Background: an optimization exercise with open tools, aiming at small area, a short achievable clock period and few clock cycles. Do not read the settings as production practice. The RTL was checked by simulation tests, not by an equivalence proof against the original design. Power is estimated from default activity; no workload was simulated.

## flow/design.v (module list and top-level ports; edited modules follow where they fit)
// module lens_alu: 91 lines
// module csel16: 35 lines
// module lens_div: 149 lines
// module lens_mul: 1826 lines
// module lens_intu: 42 lines
// module pfx_add: 40 lines
module lens_intu (
    input         clk,
    input         rst,
    input         a0_mv,
    input  [3:0]  a0_port,
    input  [31:0] a0_data,
    input         a1_mv,
    input  [3:0]  a1_port,
    input  [31:0] a1_data,
    input         m_mv,
    input  [3:0]  m_port,
    input  [31:0] m_data,
    input         d_mv,
    input  [3:0]  d_port,
    input  [31:0] d_data,
    output [31:0] a0_out,
    output        a0_bwe,
    output [7:0]  a0_bidx,
    output        a0_bval,
    output [31:0] a1_out,
    output        a1_bwe,
    output [7:0]  a1_bidx,
    output        a1_bval,
    output [31:0] mlo,
    output [31:0] mhi,
    output [31:0] d_out,
    output [31:0] d_rem,
    output        d_busy,
    output        d_done,
    output        d_set16,
    output        d_set17
);
  // ...
==> flow/flow/run.sh <==
#!/bin/bash
set -euo pipefail
M=6.5
sed -e "s/SETUP_SLACK_MARGIN=[0-9.]*/SETUP_SLACK_MARGIN=$M \"BUFFER_PORTS_ARGS=-buffer_cell sky130_fd_sc_hd__buf_1\"/" standard.sh > standard_tuned.sh
grep -q "SETUP_SLACK_MARGIN=$M" standard_tuned.sh
bash standard_tuned.sh > standard.log 2>&1
==> flow/standard.sh <==
#!/bin/bash
# synth_recipe.tcl (not shown) runs the flow's synth.tcl, then flattens the netlist and writes it again
# the make line also repeats each setting of config.mk as NAME=value (left out here)
make -C /OpenROAD-flow-scripts/flow DESIGN_CONFIG=/design/flow/config.mk WORK_HOME=/design/flow/orfs CLKGATE_MAP_FILE= SYNTH_SCRIPT=/design/flow/synth_recipe.tcl "${@:-finish}"
==> flow/config.mk <==
export PLATFORM = sky130hd
export DESIGN_NAME = lens_intu
export DESIGN_NICKNAME = lens_intu
export VERILOG_FILES = /design/flow/design.v
export SDC_FILE = /design/flow/constraint.sdc
export NUM_CORES = 4
export LEC_CHECK = 0
export ABC_AREA = 1
export CAP_MARGIN = 20
export CORE_MARGIN = 2
export CORE_UTILIZATION = 50
export SETUP_SLACK_MARGIN = 5
export SLEW_MARGIN = 20
==> flow/constraint.sdc <==
create_clock -name core_clock -period 11.0 [get_ports {clk}]
set_input_delay 2.2000 -clock core_clock [delete_from_list [all_inputs] [get_ports {clk}]]
set_output_delay 2.2000 -clock core_clock [all_outputs]
set_load 0.01 [all_outputs]
==> notes.md, run 1 <==
Reg-to-Reg End: u_mul.cs2[92]
worst hold stages: 0
vias in the first global route: 76800
most used routing layer in global routing: met2
non-clk buf share: 0.0571
Sink Count: 679
Post-synth top cells: nand2_1 (1944), inv_1 (1637), o21ai_0 (1029)
most frequent cell after synthesis: nand2_1
clock network share of area: 0.0341
Starting DRT DRC Count: 10000
largest net degree at the start of global routing: 155
Multi-input comb cells: 7981
routability cong.: 1.09
CTS Hold Bufs: 0
CTS root buf: clkbuf_16
fin cells: 13200
CTS Buffer Depth: 3
Leak: 39.0 nW
first-pass GRT wire length: 487000 um
status: finished clean
clock power share: 0.205
Clk power: 0.00299 W
largest family of logic cells by synthesized area: adder cells
Repair and plain buffers: 670
layout cells sized above 1: 0.0861
Synth Area in Simple Gates: 0.191
CP peak stage delay: 0.69 ns
Largest Pwr Group: combinational cells
worst-skew pair later-pin latency: 0.74 ns
met3 routed WL: 37900 um
Regs by FF count: u_mul.cs2 x127, u_div.d3 x34, u_mul.x1 x33
Testbench counts, summed over its fixed seeds: cycles 37,904.
==> run 2: changes to the inputs <==
--- a/flow/config.mk
+++ b/flow/config.mk
@@ -10,3 +10,3 @@
 export CORE_MARGIN = 2
-export CORE_UTILIZATION = 50
+export CORE_UTILIZATION = 60
 export SETUP_SLACK_MARGIN = 5
==> run 2 against run 1 <==
  * The run now fails in 5_1_grt
  * Area after synthesis unchanged
  * Synthesized cell count is the same
==> notes.md, run 2 <==
routability cong.: 1.10 (+1.0%)
Fail Step: 5_1_grt
chip height: 361 um
Syn Area/Cell: 6.95 um^2
Yosys top cell area share: 0.165
top post-synthesis cells by area: dfxtp_1 (16%), fa_1 (13%), nand2_1 (9.5%), inv_1 (8.0%), ha_1 (7.9%)
synthesized cell area: 76400 um^2
EDFF count, synth: 50
status: stopped before the end
HPWL Detailed: 245000 um
largest net degree at the start of global routing: 83
Synthesized Nets: 12100
Synth Register Bits: 679
most frequent cell after synthesis: nand2_1
chip width: 361 um
synth warn: 6
Mapped Cells: 11000
Sink Count: 679 (unchanged)
first-pass GRT wire length: 578000 um
CTS Buffer Depth: 3 (unchanged)
Run Error: [ERROR GRT-0116] Global routing finished with congestion. Check the congestion regions in the DRC Viewer.
CTS root buf: clkbuf_16
Cells after DPL: 12500
Yosys cell types: 79
area leader, netlist: dfxtp_1
Async S/R FF share, synth: 0
vias in the first global route: 91500
clock buffer count from CTS: 83
port bufs: 365
Post-synth top cells: nand2_1 (1944), inv_1 (1637), o21ai_0 (1029)
CTS Hold Bufs: 0 (unchanged)
I/O pin count: 366
Main synth FF type: dfxtp_1
htree depth: 3
sequential area share after synthesis: 0.184
initial core utilization: 0.606
total gr overflow: 66
Core Rows: 130
aggregate global-route resource usage: 0.588
==> run 2: power groups by stage <==
stage	Clock (W)	Sequential, W	Combinational, W
2_1_floorplan	0	0.00294	0.00529
3_3_place_gp	0	0.00299	0.00788
3_5_place_dp	0	0.00301	0.00807
4_1_cts	0.00295	0.00296	0.00830
==> run 2: worst max-delay path by stage <==
stage	from	to	slack, ns	cells after the start
floorplan	a0_data[16]	u_alu0.s_h1[13]	6.10	23
global placement	rst	u_alu0.s_lo[12]	4.90	15
detailed placement	rst	u_alu0.s_lo[12]	4.87	15
CTS	u_mul.one1[6]	u_mul.cs2[66]	6.44	15
==> run 2: kinds of logic after synthesis <==
| group | count (synthesis) | synth area share |
|---|---|---|
| AO/OA/AOI/OAI | 2704 | 0.205 |
| XOR/XNOR | 731 | 0.0838 |
| adder cells (fa/ha/maj) | 988 | 0.211 |
| buffers and inverters | 2337 | 0.117 |
| flip-flops | 679 | 0.184 |
| multiplexers | 56 | 0.00778 |
| AND/OR/NAND/NOR | 3500 | 0.191 |
==> run 2: layer usage <==
| layer | track usage | overflow |
|---|---|---|
| met2 | 0.811 | 26 |
| met4 | 0.458 | 25 |
| met3 | 0.326 | 6 |
| met5 | 0.151 | 0 |
| met1 | 0.655 | 9 |
==> run 2: through the flow <==
step           hold slack, ns  power [W]   util  cell area, um^2  setup WS, ns
3_5_place_dp            0.369     0.0111  0.626            78900          4.87
2_1_floorplan           0.329    0.00822      -            76700          6.10
3_3_place_gp            0.360     0.0109  0.626            78900          4.90
4_1_cts                 0.387     0.0142  0.659            83100          6.44
==> run 2: what timing repair did <==
item,4_1_cts
setup buffers,34
gates resized for setup,274
setup endpoints to repair,207
pin swaps,12
cloned,6
==> module lens_alu, before the edit <==
module lens_alu (
    input             clk,
    input             rst,
    input             mv,
    input      [3:0]  port,
    input      [31:0] data,
    output     [31:0] out,
    output reg        bwe,
    output     [7:0]  bidx,
    output            bval
);
    reg [31:0] b;
    reg [7:0]  kd;              
    reg [15:0] s_lo;
    reg [15:0] s_h0;
    reg [15:0] s_h1;
    reg        s_c;
    reg        k0, k1, k_c;
    wire [31:0] a = data;
    wire [15:0] al_s, ah0_s, ah1_s, sl_s, sh0_s, sh1_s;
    wire        al_c, ah0_c, ah1_c, sl_c, sh0_c, sh1_c;
    csel16 u_al (.a(a[15:0]),  .b(b[15:0]),   .s0(al_s),  .s1(),      .c0(al_c),  .c1());
    csel16 u_ah (.a(a[31:16]), .b(b[31:16]),  .s0(ah0_s), .s1(ah1_s), .c0(ah0_c), .c1(ah1_c));
    csel16 u_sl (.a(a[15:0]),  .b(~b[15:0]),  .s0(),      .s1(sl_s),  .c0(),      .c1(sl_c));
    csel16 u_sh (.a(a[31:16]), .b(~b[31:16]), .s0(sh0_s), .s1(sh1_s), .c0(sh0_c), .c1(sh1_c));
    wire        x    = a[31] ^ b[31];
    wire        ltu0 = ~sh0_c;
    wire        ltu1 = ~sh1_c;
    wire        eq   = (a == b);
    wire [4:0]  s    = b[4:0];
    wire [4:0]  ns   = 5'd0 - s;
    wire        big  = |b[31:5];
    wire [63:0] l2   = {a, a} << s;
    wire [63:0] r2   = {a, a} << ns;
    wire [31:0] rl   = l2[63:32];
    wire [31:0] rr   = r2[63:32];
    reg  [31:0] mask_l, mask_r;
    integer i;
    always @(*) begin
        for (i = 0; i < 32; i = i + 1) begin
            mask_l[i] = ~big && (i >= s);
            mask_r[i] = ~big && (i + s < 32);
        end
    end
    wire        go   = mv && !rst;
    wire        e3   = go && port == 4'd3;
    wire        e4   = go && port == 4'd4;
    wire        e5   = go && port == 4'd5;
    wire        e6   = go && port == 4'd6;
    wire        e7   = go && port == 4'd7;
    wire        e8   = go && port == 4'd8;
    wire        e9   = go && port == 4'd9;
    wire        e10  = go && port == 4'd10;
    wire        e11  = go && port == 4'd11;
    wire        e12  = go && port == 4'd12;
    wire        e13  = go && port == 4'd13;
    wire        e14  = go && port == 4'd14;
    wire        e15  = go && port == 4'd15;
    wire        hold = !rst && !(mv && port >= 4'd3);
    wire [31:0] oth_nxt = ({32{e5}} & (a & b))
                        | ({32{e6}} & (a | b))
                        | ({32{e7}} & (a ^ b))
                        | ({32{e8}} & (a & ~b))
                        | ({32{e9}} & mask_l & rl)
                        | ({32{e12}} & rl)
                        | ({32{e10 | e11}} & mask_r & rr)
                        | ({32{e11 & a[31]}} & ~mask_r)
                        | {31'd0, e13 & eq};
    wire [15:0] s_hi = s_c ? s_h1 : s_h0;
    wire        kbit = k_c ? k1 : k0;
    assign out = {s_hi, s_lo} | {31'd0, kbit};
    assign bidx = kd;
    assign bval = out[0];
    always @(posedge clk) begin
        s_lo  <= ({16{hold}} & s_lo) | ({16{e3}} & al_s)  | ({16{e4}} & sl_s)  | oth_nxt[15:0];
        s_h0  <= ({16{hold}} & s_h0) | ({16{e3}} & ah0_s) | ({16{e4}} & sh0_s) | oth_nxt[31:16];
        s_h1  <= ({16{hold}} & s_h1) | ({16{e3}} & ah1_s) | ({16{e4}} & sh1_s);
        s_c   <= (hold & s_c) | (e3 & al_c) | (e4 & sl_c);
        k0    <= (hold & k0) | (e15 & ltu0) | (e14 & (ltu0 ^ x));
        k1    <= (hold & k1) | (e15 & ltu1) | (e14 & (ltu1 ^ x));
        k_c   <= (hold & k_c) | ((e14 | e15) & sl_c);
        bwe   <= go && (port >= 4'd13) && (kd != 8'd0);
        if (rst) begin
            b  <= 32'd0;
            kd <= 8'd0;
        end else begin
            if (mv && port == 4'd0) b  <= data;
            if (mv && port == 4'd1) kd <= data[7:0];
        end
    end
endmodule
==> run 3: changes to the inputs <==
--- a/flow/design.v
+++ b/flow/design.v
@@ -32,6 +32,7 @@
     wire        big  = |b[31:5];
-    wire [63:0] l2   = {a, a} << s;
-    wire [63:0] r2   = {a, a} << ns;
+    wire        right = (port == 4'd10) || (port == 4'd11);
+    wire [4:0]  k    = right ? ns : s;
+    wire [63:0] l2   = {a, a} << k;
     wire [31:0] rl   = l2[63:32];
-    wire [31:0] rr   = r2[63:32];
+    wire [31:0] rr   = rl;
     reg  [31:0] mask_l, mask_r;
--- a/flow/config.mk
+++ b/flow/config.mk
@@ -10,3 +10,3 @@
 export CORE_MARGIN = 2
-export CORE_UTILIZATION = 60
+export CORE_UTILIZATION = 50
 export SETUP_SLACK_MARGIN = 5
==> run 3 against run 2 <==
  * The run now finishes clean
  * Synthesized cell count down 5.4%
  * Area after synthesis decreased by 3.6%
==> notes.md, run 3 <==
status: finished clean
Tot Pwr: 0.0143 W
Fin Hold WS: 0.368 ns
Hold WC Path Type: flop to flop
Top reg by flops: u_mul.cs2
vias in the first global route: 71100
Data required, critical path: 11.57 ns
Main synth FF type: dfxtp_1
Crit. End Element: flop
EDFF count, synth: 50 (unchanged)
commonest non-fill, non-tap cell in the layout: nand2_1
Max IR drop VDD: 0.000268 V
Reg-to-Reg End: u_mul.cs2[50]
beginning of the worst hold path: u_mul.b[0]
Async S/R FF share, synth: 0 (unchanged)
Worst R2R Path Depth: 15
initial core utilization: 0.505 (-0.101)
HPWL Detailed: 221000 um (-9.9%)
worst hold stages: 0
Worst Clk Skew: 0.0529 ns
Clock transition at path regs: 0.06 ns
final-report setup violation count: 0
Total Wirelength: 311000 um
Final Cycle Share: 0.409
Regs by FF count: u_mul.cs2 x127, u_div.d3 x34, u_mul.x1 x33
unrepaired setup endpoints after global routing: true
Period minus WS final: 4.50 ns
top post-synthesis cells by area: dfxtp_1 (17%), fa_1 (14%), inv_1 (8.2%), ha_1 (8.2%), nand2_1 (8.1%)
worst-skew pair later-pin latency: 0.74 ns
Mapped Cells: 10400 (-5.4%)
chip height: 388 um (+7.5%)
worst r2r src: u_mul.one1[12]
WL/cell: 24.8 um
stages on the worst setup path: 15
Starting DRT DRC Count: 8873
Leak: 37.9 nW
I/O pin count: 366 (unchanged)
Area Overhead vs Synth: 13.3%
reg-to-reg slack, setup: 6.50 ns
Yosys cell types: 77 (-2.5%)
Synth Register Bits: 679 (unchanged)
routability cong.: 1.03 (-6.2%)
first-pass GRT wire length: 446000 um
Syn Area/Cell: 7.08 um^2 (+1.9%)
core outline area: 146000 um^2
Synthesized Nets: 11500 (-4.9%)
antenna-violating nets left: 0
kind of cell adding the most delay to the critical path: adder cells
vias per cell: 6.10
drt drc: 0
Yosys top cell area share: 0.171 (+0.00613)
chip width: 388 um (+7.5%)
aggregate global-route resource usage: 0.384
PD cells: 171 nW/um^2
Final Hold Fails: 0
total gr overflow: 0
Arrival @ worst endpoint: 5.07 ns
Post-synth top cells: inv_1 (1617), nand2_1 (1590), o21ai_0 (835)
max reg flops: 127
CTS root buf: clkbuf_16
synth warn: 6 (unchanged)
leading cell types in the layout, fill and taps excluded: nand2_1 (1569), inv_1 (1553), o21ai_0 (809)
drt pass-1 iters: 12
Crit Path Max Fanout: 11
sequential area share after synthesis: 0.191 (+0.00686)
Crit path buffers/inverters: 7
slew margin rel.: 0.193
largest net degree at the start of global routing: 78
layout cells sized above 1: 0.0884
Layout Nets: 11700
Max Clk Rate: 222 MHz
Setup crit start kind: flop
Core Rows: 140 (+7.7%)
CP peak stage delay: 0.50 ns
hold path endpoint: u_mul.one1[0]
Max Slew Vio Count: 0
clock buffer count from CTS: 85 (+2.4%)
Fin Setup TNS: 0 ns
Die ar.: 150000 um^2
CTS tree: yes
most frequent cell after synthesis: inv_1
Max-Cap Viols: 0
worst slew pin tran: 1.20 ns
critical path cell sequence: clkinvlp_4, buf_4, clkbuf_16, o22ai_1, xor2_1, ha_1, inv_1, fa_1, inv_1, fa_1, fa_1, inv_1, fa_1, inv_1, fa_1
area leader, netlist: dfxtp_1
Sink Count: 679 (unchanged)
Critical Path Most Common Cell: fa_1
htree depth: 3 (unchanged)
synthesized cell area: 73700 um^2 (-3.6%)
initial antenna violation count: 7
slowest cell on the critical path: fa_1
routed via count: 76400
port bufs: 365 (unchanged)
CTS Buffer Depth: 3 (unchanged)
critical setup path kind: flop to flop
run 3: power breakdown:
part / switching, W / internal [W] / total (W)
clock: 0.00128 / 0.00183 / 0.00311
sequential: 0.000159 / 0.00277 / 0.00293
combinational: 0.00569 / 0.00253 / 0.00822
run 3: cell families (layout without fill, tap and decap cells):
| family | after synthesis | count (layout) | share of synthesized area |
|---|---|---|---|
| compound gates | 2583 | 2583 | 0.204 |
| other cells | 0 | 9 | 0 |
| mux | 23 | 23 | 0.00331 |
| xor+xnor | 723 | 723 | 0.0859 |
| fa+ha+maj | 989 | 989 | 0.219 |
| simple gates | 3121 | 3124 | 0.177 |
| flops | 679 | 679 | 0.191 |
| buf+inv | 2285 | 2477 | 0.119 |
run 3: layer usage:
layer  part of all wire  GRT usage  wire length, um
met1               0.40      0.514           124000
met5            0.00032          0               98
met3               0.11     0.0885            34900
met4              0.063      0.177            19600
met2               0.43      0.587           133000
run 3: how the worst max path moves through the flow:
stage / from / to / slack, ns
2_1_floorplan: a1_data[16] / u_alu1.s_h0[9] / 6.20
3_3_place_gp: rst / u_alu0.s_h0[5] / 4.90
3_5_place_dp: a0_data[18] / u_alu0.s_h0[9] / 5.08
4_1_cts: a1_data[16] / u_alu1.s_h0[9] / 6.42
5_1_grt: a0_data[18] / u_alu0.s_h0[13] / 6.33
6_report: u_mul.one1[12] / u_mul.cs2[50] / 6.50
run 3: area by class of cell:
| cell class | count | area, um^2 |
|---|---|---|
| Sequential cell | 679 | 14200 |
| Clock buffer | 118 | 2500 |
| Fill cell | 13900 | 62400 |
| Clock inverter | 41 | 515 |
| Timing Repair inverter | 1 | 7.51 |
| Antenna cell | 9 | 22.5 |
| Tap cell | 1917 | 2400 |
| Inverter | 1668 | 6450 |
| Timing Repair Buffer | 649 | 4980 |
| Multi-Input combinational cell | 7442 | 52400 |
run 3: worst register-to-register path, stage by stage (launching register included):
cell	delay, ns
dfxtp_4	0.39
clkinvlp_4	0.14
buf_4	0.17
clkbuf_16	0.18
o22ai_1	0.16
xor2_1	0.42
ha_1	0.33
inv_1	0.08
fa_1	0.42
inv_1	0.09
fa_1	0.43
fa_1	0.49
inv_1	0.06
fa_1	0.50
inv_1	0.05
fa_1	0.45
run 3: per-stage QoR:
stage	instance area (um^2)	instances	utilization	setup slack [ns]
floorplan	74000	10400	-	6.20
global placement	76700	12200	0.525	4.90
detailed placement	76700	12200	0.525	5.08
CTS	80400	12400	0.551	6.42
global route	83500	12500	0.572	6.33
finish	83500	12500	0.572	6.50
run 3: what timing repair did:
| action | 4_1_cts | 5_1_grt |
|---|---|---|
| pin swaps | 12 | 84 |
| buffers inserted | 19 | 71 |
| setup endpoints to repair | 177 | 176 |
| hold buffers | 0 | 0 |
| resized for setup | 197 | 452 |
| hold endpoints to repair | 0 | 0 |
| cloned | 1 | 33 |
Testbench counts of run 3, summed over its fixed seeds: cycles 37,904.
==> run 4: changes to the inputs <==
--- a/flow/config.mk
+++ b/flow/config.mk
@@ -10,3 +10,3 @@
 export CORE_MARGIN = 2
-export CORE_UTILIZATION = 50
+export CORE_UTILIZATION = 45
 export SETUP_SLACK_MARGIN = 5
==> run 4 against run 3 <==
  * Wire length grew 3.2%
  * Clock skew shrank 0.0040 ns
  * Combinational power grew 2%
  * Utilization decreased by 6.1 points
  * Highest routed layer unchanged
  * Still clean on timing, DRC and antenna
  * Design area shrank 0.40%
  * Via count fell by 0.82%
  * Critical endpoint is now u_mul.cs2[70]
==> notes.md, run 4 <==
beginning of the worst hold path: u_mul.b[0]
critical setup path kind: flop to flop
Synth Register Bits: 679 (unchanged)
Psw: 0.00726 W (+1.9%)
chip width: 409 um (+5.4%)
final core utilization: 0.511 (-0.0613)
area leader, netlist: dfxtp_1
slowest cell on the critical path: fa_1
synthesized cell area: 73700 um^2 (unchanged)
Period minus WS final: 4.56 ns (+0.0587 ns)
Regs by FF count: u_mul.cs2 x127, u_div.d3 x34, u_mul.x1 x33
commonest non-fill, non-tap cell in the layout: nand2_1
Total Wirelength: 321000 um (+3.2%)
Async S/R FF share, synth: 0 (unchanged)
top post-synthesis cells by area: dfxtp_1 (17%), fa_1 (14%), inv_1 (8.2%), ha_1 (8.2%), nand2_1 (8.1%)
max reg flops: 127 (unchanged)
I/O pin count: 366 (unchanged)
Crit. End Element: flop
Fin Setup TNS: 0 ns (unchanged)
routed via count: 75800 (-0.82%)
total gr overflow: 0 (unchanged)
CTS root buf: clkbuf_16
CTS tree: yes
worst r2r src: u_mul.one1[10]
Worst R2R Path Depth: 15 (unchanged)
Max Clk Rate: 219 MHz (-1.3%)
clock power share: 0.215 (-0.003)
Top reg by flops: u_mul.cs2
largest net degree at the start of global routing: 78 (unchanged)
first-pass GRT wire length: 467000 um (+4.5%)
Yosys top cell area share: 0.171 (unchanged)
Yosys cell types: 77 (unchanged)
worst slew pin tran: 1.17 ns (-0.0293 ns)
Worst Clk Skew: 0.0489 ns (-0.00399 ns)
most frequent cell after synthesis: inv_1
drt pass-1 iters: 8 (-4)
worst hold stages: 0 (unchanged)
Cells after DPL: 12500 (+2.2%)
Max Slew Vio Count: 0 (unchanged)
htree depth: 3 (unchanged)
vias per cell: 5.93 (-2.8%)
leading cell types in the layout, fill and taps excluded: nand2_1 (1577), inv_1 (1560), o21ai_0 (815)
Leak: 37.5 nW (-0.87%)
Die ar.: 167000 um^2 (+11%)
port bufs: 365 (unchanged)
Clock transition at path regs: 0.06 ns (about the same)
fin cells: 12800 (+2.0%)
Comb power frac: 0.582 (+0.006)
worst-skew pair later-pin latency: 0.73 ns (about the same)
Synthesized Nets: 11500 (unchanged)
Reg-to-Reg End: u_mul.cs2[70]
drt drc: 0 (unchanged)
antenna-violating nets left: 0 (unchanged)
HPWL Detailed: 234000 um (+5.7%)
critical path cell sequence: clkinvlp_4, buf_12, o22ai_1, xor2_1, fa_1, inv_1, fa_1, inv_1, fa_1, inv_1, fa_1, inv_1, fa_1, inv_1, fa_1
PD cells: 174 nW/um^2 (+1.8%)
synth warn: 6 (unchanged)
Sequential Power Share: 0.204 (-0.002)
Main synth FF type: dfxtp_1
Max IR drop VDD: 0.000326 V (+21%)
EDFF count, synth: 50 (unchanged)
aggregate global-route resource usage: 0.365 (-0.0188)
CTS Buffer Depth: 3 (unchanged)
clock buffer count from CTS: 88 (+3.5%)
WL/cell: 25.1 um (+1.2%)
Area Overhead vs Synth: 12.8%
Arrival @ worst endpoint: 5.16 ns (+0.09 ns)
Mapped Cells: 10400 (unchanged)
hold path endpoint: u_mul.one1[0]
slew margin rel.: 0.213 (+0.0197)
initial core utilization: 0.453 (-0.0523)
reg-to-reg slack, setup: 6.44 ns (-0.06 ns)
status: finished clean
chip height: 409 um (+5.4%)
Layout Nets: 11700 (+0.060%)
Starting DRT DRC Count: 8476 (-4.5%)
Post-synth top cells: inv_1 (1617), nand2_1 (1590), o21ai_0 (835)
Syn Area/Cell: 7.08 um^2 (unchanged)
initial antenna violation count: 9 (+2)
Final Cycle Share: 0.415 (+0.00533)
Sink Count: 679 (unchanged)
Sw Share: 0.502 (+0.00253)
Data required, critical path: 11.60 ns (+0.03 ns)
vias in the first global route: 72900 (+2.6%)
Critical Path Most Common Cell: fa_1
final-report setup violation count: 0 (unchanged)
Max-Cap Viols: 0 (unchanged)
Final Hold Fails: 0 (unchanged)
Int Pwr: 0.00720 W (+0.87%)
Core Rows: 148 (+5.7%)
sequential area share after synthesis: 0.191 (unchanged)
Hold WC Path Type: flop to flop
unrepaired setup endpoints after global routing: true
CTS Hold Bufs: 0 (unchanged)
layout cells sized above 1: 0.0825 (-0.00587)
Setup crit start kind: flop
Crit Path Max Fanout: 10 (-1)
CP peak stage delay: 0.57 ns (+0.07 ns)
routability cong.: 1.01 (-1.6%)
core outline area: 163000 um^2 (+12%)
## run 4: critical path: cells and delay by family, from the launching register on
kind / cells / cell delay (ns)
flops: 1 / 0.43
fa+ha+maj: 6 / 3.00
buf+inv: 7 / 0.70
xor+xnor: 1 / 0.12
compound gates: 1 / 0.16
## run 4: area by class of cell
| cell class | instances | area [um^2] |
|---|---|---|
| diodes | 2 | 5.00 |
| flip-flops and latches | 679 | 14200 |
| repair inverters | 6 | 41.3 |
| clock inverters | 32 | 485 |
| inverters | 1668 | 6440 |
| clock buffers | 125 | 2530 |
| well taps | 2175 | 2720 |
| fillers | 16200 | 79600 |
| repair buffers | 648 | 4500 |
| multi-input cells | 7442 | 52300 |
## run 4: layer usage
layer  GRT usage  vias to the layer above  part of all wire
li1            -                    34500                 -
met1       0.478                    36300              0.41
met2       0.577                     4013              0.44
met3      0.0695                      867             0.093
met4       0.179                        6             0.057
met5           0                        -           0.00033
## run 4: cells by family after synthesis
group,share of synthesized area
AND/OR/NAND/NOR,0.177
multiplexers,0.00331
flip-flops,0.191
buffers and inverters,0.119
AO/OA/AOI/OAI,0.204
adder cells (fa/ha/maj),0.219
XOR/XNOR,0.0859
## run 4: how the worst max path moves through the flow
stage	start	end	slack, ns	cells after the start
after global routing	a0_mv	u_alu0.s_lo[1]	6.36	15
after floorplan	a1_data[16]	u_alu1.s_h0[9]	6.20	19
final	u_mul.one1[10]	u_mul.cs2[70]	6.44	15
after global placement	a0_port[3]	u_alu0.s_lo[11]	5.10	11
after detailed placement	a0_port[3]	u_alu0.s_lo[11]	5.12	11
after CTS	u_mul.one1[10]	u_mul.cs2[70]	6.50	15
## run 4: power by group through the flow
stage          Clock (W)  Sequential [W]  Combinational (W)
4_1_cts          0.00317         0.00294            0.00787
3_3_place_gp           0         0.00299            0.00770
6_report         0.00310         0.00294            0.00841
3_5_place_dp           0         0.00299            0.00773
2_1_floorplan          0         0.00292            0.00510
5_1_grt          0.00325         0.00296            0.00914
## run 4: through the flow
stage | setup WS (ns) | area [um^2] | power [W] | hold WS (ns)
floorplan | 6.20 | 74000 | 0.00802 | 0.329
global placement | 5.10 | 77100 | 0.0107 | 0.358
detailed placement | 5.12 | 77100 | 0.0107 | 0.360
CTS | 6.50 | 81000 | 0.0140 | 0.367
global route | 6.36 | 83100 | 0.0154 | 0.376
finish | 6.44 | 83100 | 0.0145 | 0.365
## run 4: timing repair
item	4_1_cts	5_1_grt
setup buffers	30	66
pin swaps	13	63
gates resized for setup	185	340
gates cloned	4	16
endpoints found under the setup margin	188	182
==> run 5: changes to the inputs <==
--- a/flow/flow/run.sh
+++ b/flow/flow/run.sh
@@ -2,3 +2,3 @@
 set -euo pipefail
-M=6.5
+M=6.65
 sed -e "s/SETUP_SLACK_MARGIN=[0-9.]*/SETUP_SLACK_MARGIN=$M \"BUFFER_PORTS_ARGS=-buffer_cell sky130_fd_sc_hd__buf_1\"/" standard.sh > standard_tuned.sh
==> run 5 against run 4 <==
  * Still clean on timing, DRC and antenna
  * Clock-buffer cell count is 9 lower
  * Power is 3.0% higher
  * Clock power is 2% higher
  * Sequential power hardly changed
  * Via count is 2.3% higher
  * Critical path depth stayed put
  * Sequential share of layout area is 0.63 points lower
  * Critical endpoint is now u_mul.cs2[58]
==> notes.md, run 5 <==
Fin Setup TNS: 0 ns (unchanged)
commonest non-fill, non-tap cell in the layout: nand2_1
reg-to-reg slack, setup: 6.49 ns (+0.05 ns)
Sink Count: 679 (unchanged)
synthesized cell area: 73700 um^2 (unchanged)
worst r2r src: u_mul.one1[13]
Int Pwr: 0.00751 W (+4.3%)
htree depth: 3 (unchanged)
leading cell types in the layout, fill and taps excluded: nand2_1 (1561), inv_1 (1510), o21ai_0 (792)
Leak: 39.1 nW (+4.2%)
Period minus WS final: 4.51 ns (-0.0513 ns)
fin cells: 12900 (+1.3%)
DP Worst Slack: 5.03 ns (-0.0904 ns)
chip width: 409 um (unchanged)
Main synth FF type: dfxtp_1
Setup crit start kind: flop
Post-synth top cells: inv_1 (1617), nand2_1 (1590), o21ai_0 (835)
Arrival @ worst endpoint: 5.10 ns (-0.06 ns)
CTS root buf: clkbuf_16
Area Overhead vs Synth: 17.5%
met3 routed WL: 36300 um (+22%)
chip height: 409 um (unchanged)
Total Wirelength: 335000 um (+4.4%)
clock power share: 0.212 (-0.003)
beginning of the worst hold path: u_mul.b[0]
I/O pin count: 366 (unchanged)
dpl cell area: 77200 um^2 (+0.16%)
CP peak stage delay: 0.54 ns (-0.03 ns)
Worst Clk Skew: 0.0260 ns (-0.0229 ns)
routability cong.: 1.03 (+1.3%)
synth warn: 6 (unchanged)
Syn Area/Cell: 7.08 um^2 (unchanged)
max reg flops: 127 (unchanged)
Max IR drop VDD: 0.000201 V (-38%)
Mapped Cells: 10400 (unchanged)
hold path endpoint: u_mul.one1[0]
Crit path buffers/inverters: 7 (unchanged)
Crit Path Max Fanout: 9 (-1)
Final Cycle Share: 0.410 (-0.00467)
drt drc: 0 (unchanged)
final-report setup violation count: 0 (unchanged)
Layout Nets: 11800 (+1.3%)
vias per cell: 5.99 (+1.0%)
vias in the first global route: 73100 (+0.22%)
drt pass-1 iters: 10 (+2)
met2 routed WL: 145000 um (+1.7%)
Top reg by flops: u_mul.cs2
CTS Buffer Depth: 3 (unchanged)
aggregate global-route resource usage: 0.375 (+0.00971)
area leader, netlist: dfxtp_1
sequential area share after synthesis: 0.191 (unchanged)
Core Rows: 148 (unchanged)
Regs by FF count: u_mul.cs2 x127, u_div.d3 x34, u_mul.x1 x33
Clock transition at path regs: 0.06 ns (about the same)
Comb power frac: 0.592 (+0.010)
initial core utilization: 0.453 (unchanged)
Starting DRT DRC Count: 9412 (+11%)
HPWL Detailed: 232000 um (-0.79%)
fin worst setup slack: 6.49 ns (+0.0513 ns)
layout cells sized above 1: 0.116 (+0.0335)
Sw Share: 0.496 (-0.00624)
unrepaired setup endpoints after global routing: true
Crit. End Element: flop
first-pass GRT wire length: 476000 um (+2.1%)
highest routing layer actually used: met5
Synth Register Bits: 679 (unchanged)
routed via count: 77500 (+2.3%)
largest net degree at the start of global routing: 81 (+3.8%)
Yosys cell types: 77 (unchanged)
CTS Hold Bufs: 0 (unchanged)
Sequential Power Share: 0.197 (-0.007)
Async S/R FF share, synth: 0 (unchanged)
total gr overflow: 0 (unchanged)
Die ar.: 167000 um^2 (unchanged)
critical setup path kind: flop to flop
Synthesized Nets: 11500 (unchanged)
status: finished clean
core outline area: 163000 um^2 (unchanged)
Yosys top cell area share: 0.171 (unchanged)
PD cells: 172 nW/um^2 (-1.0%)
M1 WL: 132000 um (+1.5%)
EDFF count, synth: 50 (unchanged)
most frequent cell after synthesis: inv_1
worst slew pin tran: 1.37 ns (+0.197 ns)
Data required, critical path: 11.59 ns (about the same)
Cells after DPL: 12500 (+0.048%)
Max Clk Rate: 222 MHz (+1.1%)
Final Hold Fails: 0 (unchanged)
Critical Path Most Common Cell: fa_1
kind of cell adding the most delay to the critical path: adder cells
critical path cell sequence: clkinvlp_4, buf_12, o22ai_2, xor2_1, fa_1, inv_1, fa_1, inv_1, fa_2, inv_2, fa_1, inv_1, fa_1, inv_1, fa_1
slowest cell on the critical path: fa_2
initial antenna violation count: 17 (+8)
worst hold stages: 0 (unchanged)
port bufs: 365 (unchanged)
clock buffer count from CTS: 87 (-1.1%)
Reg-to-Reg End: u_mul.cs2[58]
worst-skew pair later-pin latency: 0.73 ns (about the same)
slew margin rel.: 0.0874 (-0.125)
Max Slew Vio Count: 0 (unchanged)
final core utilization: 0.532 (+0.0211)
Hold WC Path Type: flop to flop
Worst R2R Path Depth: 15 (unchanged)
CTS tree: yes
antenna-violating nets left: 0 (unchanged)
final instance area: 86600 um^2 (+4.1%)
top post-synthesis cells by area: dfxtp_1 (17%), fa_1 (14%), inv_1 (8.2%), ha_1 (8.2%), nand2_1 (8.1%)
Psw: 0.00739 W (+1.8%)
WL/cell: 25.9 um (+3.1%)
Max-Cap Viols: 0 (unchanged)
-- run 5: worst max path at each step --
| stage | endpoint | from | depth (start not counted) |
|---|---|---|---|
| CTS | u_mul.cs2[62] | u_mul.one1[14] | 16 |
| global route | u_mul.cs2[58] | u_mul.one1[13] | 15 |
| global placement | u_alu0.s_h0[10] | a0_port[2] | 15 |
| finish | u_mul.cs2[58] | u_mul.one1[13] | 15 |
| floorplan | u_alu1.s_h0[9] | a1_data[16] | 19 |
| detailed placement | u_div.out[1] | d_port[1] | 12 |
-- run 5: kinds of logic (layout without fill, tap and decap cells) --
logic type	after synthesis	count (layout)	synth area share
simple gates	3121	3125	0.177
xor+xnor	723	723	0.0859
buf+inv	2285	2630	0.119
compound gates	2583	2587	0.204
other cells	0	9	0
fa+ha+maj	989	989	0.219
mux	23	23	0.00331
flops	679	679	0.191
-- run 5: layer usage --
metal,global-route usage,vias up
met1,0.481,36800
met5,0,-
met4,0.189,18
li1,-,34900
met3,0.0974,1217
met2,0.582,4608
-- run 5: metrics by stage --
step	hold slack, ns	total power (W)
after CTS	0.381	0.0143
after floorplan	0.329	0.00803
after global routing	0.384	0.0157
after detailed placement	0.370	0.0107
final	0.378	0.0149
after global placement	0.362	0.0106
-- run 5: layout make-up --
cell class	count	area, um^2
Multi-Input combinational cell	7447	53200
Fill cell	15900	76200
Tap cell	2175	2720
Timing Repair inverter	4	27.5
Sequential cell	679	14200
Timing Repair Buffer	799	6850
Inverter	1668	6480
Antenna cell	9	22.5
Clock buffer	116	2470
Clock inverter	43	616
-- run 5: power groups by stage --
stage | combinational [W] | sequential, W | clock, W
after floorplan | 0.00510 | 0.00292 | 0
after global placement | 0.00766 | 0.00297 | 0
after detailed placement | 0.00768 | 0.00298 | 0
after global routing | 0.00949 | 0.00295 | 0.00329
final | 0.00882 | 0.00293 | 0.00315
after CTS | 0.00815 | 0.00293 | 0.00321
-- run 5: timing repair --
action | in CTS | in global routing
setup buffers | 80 | 125
pin swaps | 52 | 188
cloned | 37 | 21
endpoints found under the setup margin | 213 | 183
resized for setup | 447 | 427
==> run 6: changes to the inputs <==
--- a/flow/flow/run.sh
+++ b/flow/flow/run.sh
@@ -2,3 +2,3 @@
 set -euo pipefail
-M=6.65
+M=6.5
 sed -e "s/SETUP_SLACK_MARGIN=[0-9.]*/SETUP_SLACK_MARGIN=$M \"BUFFER_PORTS_ARGS=-buffer_cell sky130_fd_sc_hd__buf_1\"/" standard.sh > standard_tuned.sh
--- a/flow/config.mk
+++ b/flow/config.mk
@@ -10,3 +10,3 @@
 export CORE_MARGIN = 2
-export CORE_UTILIZATION = 45
+export CORE_UTILIZATION = 40
 export SETUP_SLACK_MARGIN = 5
==> run 6 against run 5 <==
  * Clock power up 3%
  * Largest power group unchanged
  * Sequential share of layout area up 0.36 points
  * Register-to-register slack about the same
  * Non-clock buffer count down 102
  * Combinational power down 6.7%
  * Sequential power about the same
==> notes.md, run 6 <==
CTS Buffer Depth: 3 (unchanged)
routed via count: 76300 (-1.6%)
Comb power frac: 0.572 (-0.020)
HPWL Detailed: 230000 um (-0.85%)
area leader, netlist: dfxtp_1
CTS Hold Bufs: 0 (unchanged)
reg-to-reg slack, setup: 6.50 ns (about the same)
Sequential Power Share: 0.204 (+0.007)
I/O pin count: 366 (unchanged)
vias per cell: 5.81 (-3.1%)
Tot Pwr: 0.0144 W (-3.4%)
Crit. End Element: flop
worst slew pin tran: 1.26 ns (-0.108 ns)
Starting DRT DRC Count: 8421 (-11%)
clock power share: 0.224 (+0.012)
slew margin rel.: 0.160 (+0.0730)
Int Pwr: 0.00719 W (-4.3%)
antenna-violating nets left: 0 (unchanged)
Regs by FF count: u_mul.cs2 x127, u_div.d3 x34, u_mul.x1 x33
sequential area share after synthesis: 0.191 (unchanged)
WL/cell: 24.4 um (-5.8%)
first-pass GRT wire length: 460000 um (-3.4%)
chip width: 433 um (+6.0%)
commonest non-fill, non-tap cell in the layout: nand2_1
Layout Nets: 11700 (-0.84%)
core outline area: 183000 um^2 (+12%)
Synthesized Nets: 11500 (unchanged)
Setup crit start kind: flop
initial core utilization: 0.403 (-0.0502)
CP peak stage delay: 0.53 ns (about the same)
htree depth: 3 (unchanged)
critical setup path kind: flop to flop
Post-synth top cells: inv_1 (1617), nand2_1 (1590), o21ai_0 (835)
Async S/R FF share, synth: 0 (unchanged)
max reg flops: 127 (unchanged)
drt drc: 0 (unchanged)
Max Slew Vio Count: 0 (unchanged)
Leak: 38.1 nW (-2.5%)
Crit path buffers/inverters: 8 (+1)
Top reg by flops: u_mul.cs2
largest net degree at the start of global routing: 68 (-16%)
status: finished clean
Sw Share: 0.500 (+0.00433)
Core Rows: 157 (+6.1%)
most frequent cell after synthesis: inv_1
Max IR drop VDD: 0.000324 V (+61%)
drt pass-1 iters: 9 (-1)
Arrival @ worst endpoint: 5.11 ns (about the same)
CTS root buf: clkbuf_16
clock buffer count from CTS: 92 (+5.7%)
Main synth FF type: dfxtp_1
CTS tree: yes
Final Hold Fails: 0 (unchanged)
Period minus WS final: 4.50 ns (-0.00701 ns)
final-report setup violation count: 0 (unchanged)
Data required, critical path: 11.61 ns (+0.02 ns)
worst-skew pair later-pin latency: 0.78 ns (+0.05 ns)
routability cong.: 1.03 (+0.40%)
Clock transition at path regs: 0.06 ns (about the same)
top post-synthesis cells by area: dfxtp_1 (17%), fa_1 (14%), inv_1 (8.2%), ha_1 (8.2%), nand2_1 (8.1%)
aggregate global-route resource usage: 0.322 (-0.0531)
Worst Clk Skew: 0.0537 ns (+0.0276 ns)
Synth Register Bits: 679 (unchanged)
vias in the first global route: 71800 (-1.7%)
Mapped Cells: 10400 (unchanged)
total gr overflow: 0 (unchanged)
Max Clk Rate: 222 MHz (+0.16%)
PD cells: 170 nW/um^2 (-1.3%)
Final Cycle Share: 0.409 (-0.000637)
layout cells sized above 1: 0.0941 (-0.0219)
Syn Area/Cell: 7.08 um^2 (unchanged)
Fin Setup TNS: 0 ns (unchanged)
synthesized cell area: 73700 um^2 (unchanged)
Crit Path Max Fanout: 8 (-1)
synth warn: 6 (unchanged)
Hold WC Path Type: flop to flop
kind of cell adding the most delay to the critical path: adder cells
Psw: 0.00720 W (-2.6%)
unrepaired setup endpoints after global routing: true
critical path cell sequence: clkinvlp_4, buf_4, buf_12, o22ai_1, xor2_1, fa_1, inv_1, fa_2, inv_1, fa_1, inv_1, fa_1, inv_1, fa_1, inv_1, fa_1
chip height: 433 um (+6.0%)
Die ar.: 188000 um^2 (+12%)
EDFF count, synth: 50 (unchanged)
Sink Count: 679 (unchanged)
Yosys cell types: 77 (unchanged)
Yosys top cell area share: 0.171 (unchanged)
Max-Cap Viols: 0 (unchanged)
leading cell types in the layout, fill and taps excluded: nand2_1 (1571), inv_1 (1543), o21ai_0 (808)
port bufs: 365 (unchanged)
initial antenna violation count: 19 (+2)
Area Overhead vs Synth: 14.9%
Total Wirelength: 320000 um (-4.4%)
slowest cell on the critical path: fa_2
## run 6: cell counts after synthesis
Identical to the previous run, type by type.
## run 6: worst paths after layout
path | startpoint | end | depth (start not counted)
worst max-delay path | u_mul.one1[11] | u_mul.cs2[78] | 16
worst min-delay path | u_mul.b[0] | u_mul.one1[0] | 0
worst max register to register | u_mul.one1[11] | u_mul.cs2[78] | 16
worst min register to register | u_mul.b[0] | u_mul.one1[0] | 0
## run 6: cell type report
type	instances	area [um^2]
multi-input cells	7442	52400
inverters	1668	6460
clock buffers	126	2590
fillers	18500	98400
repair buffers	697	5320
repair inverters	7	48.8
clock inverters	46	559
diodes	8	20.0
well taps	2464	3080
flip-flops and latches	679	14200
## run 6: cells by family (layout without fill, tap and decap cells)
family / after synthesis / count (layout) / synth area share
buf+inv: 2285 / 2544 / 0.119
fa+ha+maj: 989 / 989 / 0.219
xor+xnor: 723 / 723 / 0.0859
flops: 679 / 679 / 0.191
mux: 23 / 23 / 0.00331
compound gates: 2583 / 2584 / 0.204
other cells: 0 / 8 / 0
simple gates: 3121 / 3123 / 0.177
## run 6: metal layers
metal | share of wire | GRT usage | wire length, um | vias up
met5 | 0.00030 | 0 | 95 | -
li1 | - | - | - | 34700
met2 | 0.43 | 0.498 | 138000 | 4210
met4 | 0.066 | 0.167 | 21100 | 14
met1 | 0.41 | 0.425 | 130000 | 36300
met3 | 0.098 | 0.0627 | 31300 | 1071
## run 6: timing repair
action / CTS / global route
pin swaps: 9 / 101
setup buffers: 19 / 115
setup endpoints to repair: 250 / 204
resized for setup: 218 / 433
gates cloned: 6 / 32
## run 6: through the flow
step | cells | hold slack, ns | instance area (um^2) | util | worst slack, ns
global placement | 12800 | 0.360 | 77400 | 0.423 | 4.78
CTS | 13000 | 0.374 | 81500 | 0.445 | 6.35
floorplan | 10400 | 0.329 | 74000 | - | 6.20
global route | 13100 | 0.388 | 84700 | 0.462 | 6.38
finish | 13100 | 0.373 | 84700 | 0.463 | 6.50
detailed placement | 12800 | 0.361 | 77400 | 0.423 | 4.57
## run 6: power groups by stage
stage	sequential, W	clock, W	combinational, W
2_1_floorplan	0.00292	0	0.00510
3_3_place_gp	0.00298	0	0.00756
3_5_place_dp	0.00298	0	0.00760
4_1_cts	0.00293	0.00329	0.00774
5_1_grt	0.00295	0.00338	0.00897
6_report	0.00293	0.00323	0.00823

[static timing again, ports no longer ideal]
How much do the figures lean on ideal ports? The routed layouts below were timed once more, with nothing changed but the port constraints. Step 1, drivers: a clkbuf_16 drives clk and a buf_2 each remaining input, both assumed. Step 2, shift: input delay + t, output delay - t, t = (earliest + latest rising clock arrival at the registers) / 2. This alone moves slack from input paths to output paths. a / b / c = no drivers / after step 1 / after step 2; a / b = the first two.
run | t (ns) | slack for setup (ns) | worst setup path after step 2 | cell pins on the clock port's net
run 1 | 0.800 | 6.496 / 6.496 / 5.718 | input to register | 1
run 3 | 0.798 | 6.498 / 6.498 / 5.753 | input to register | 1
run 4 | 0.794 | 6.439 / 6.439 / 5.813 | input to register | 1
run 5 | 0.814 | 6.490 / 6.488 / 5.781 | input to register | 1
run 6 | 0.841 | 6.497 / 6.488 / 5.722 | input to register | 1
After both steps every run listed still meets setup and hold. The setup slack of run 1, which loses most, moves by 0.000 ns with the drivers and by -0.778 ns with both steps.
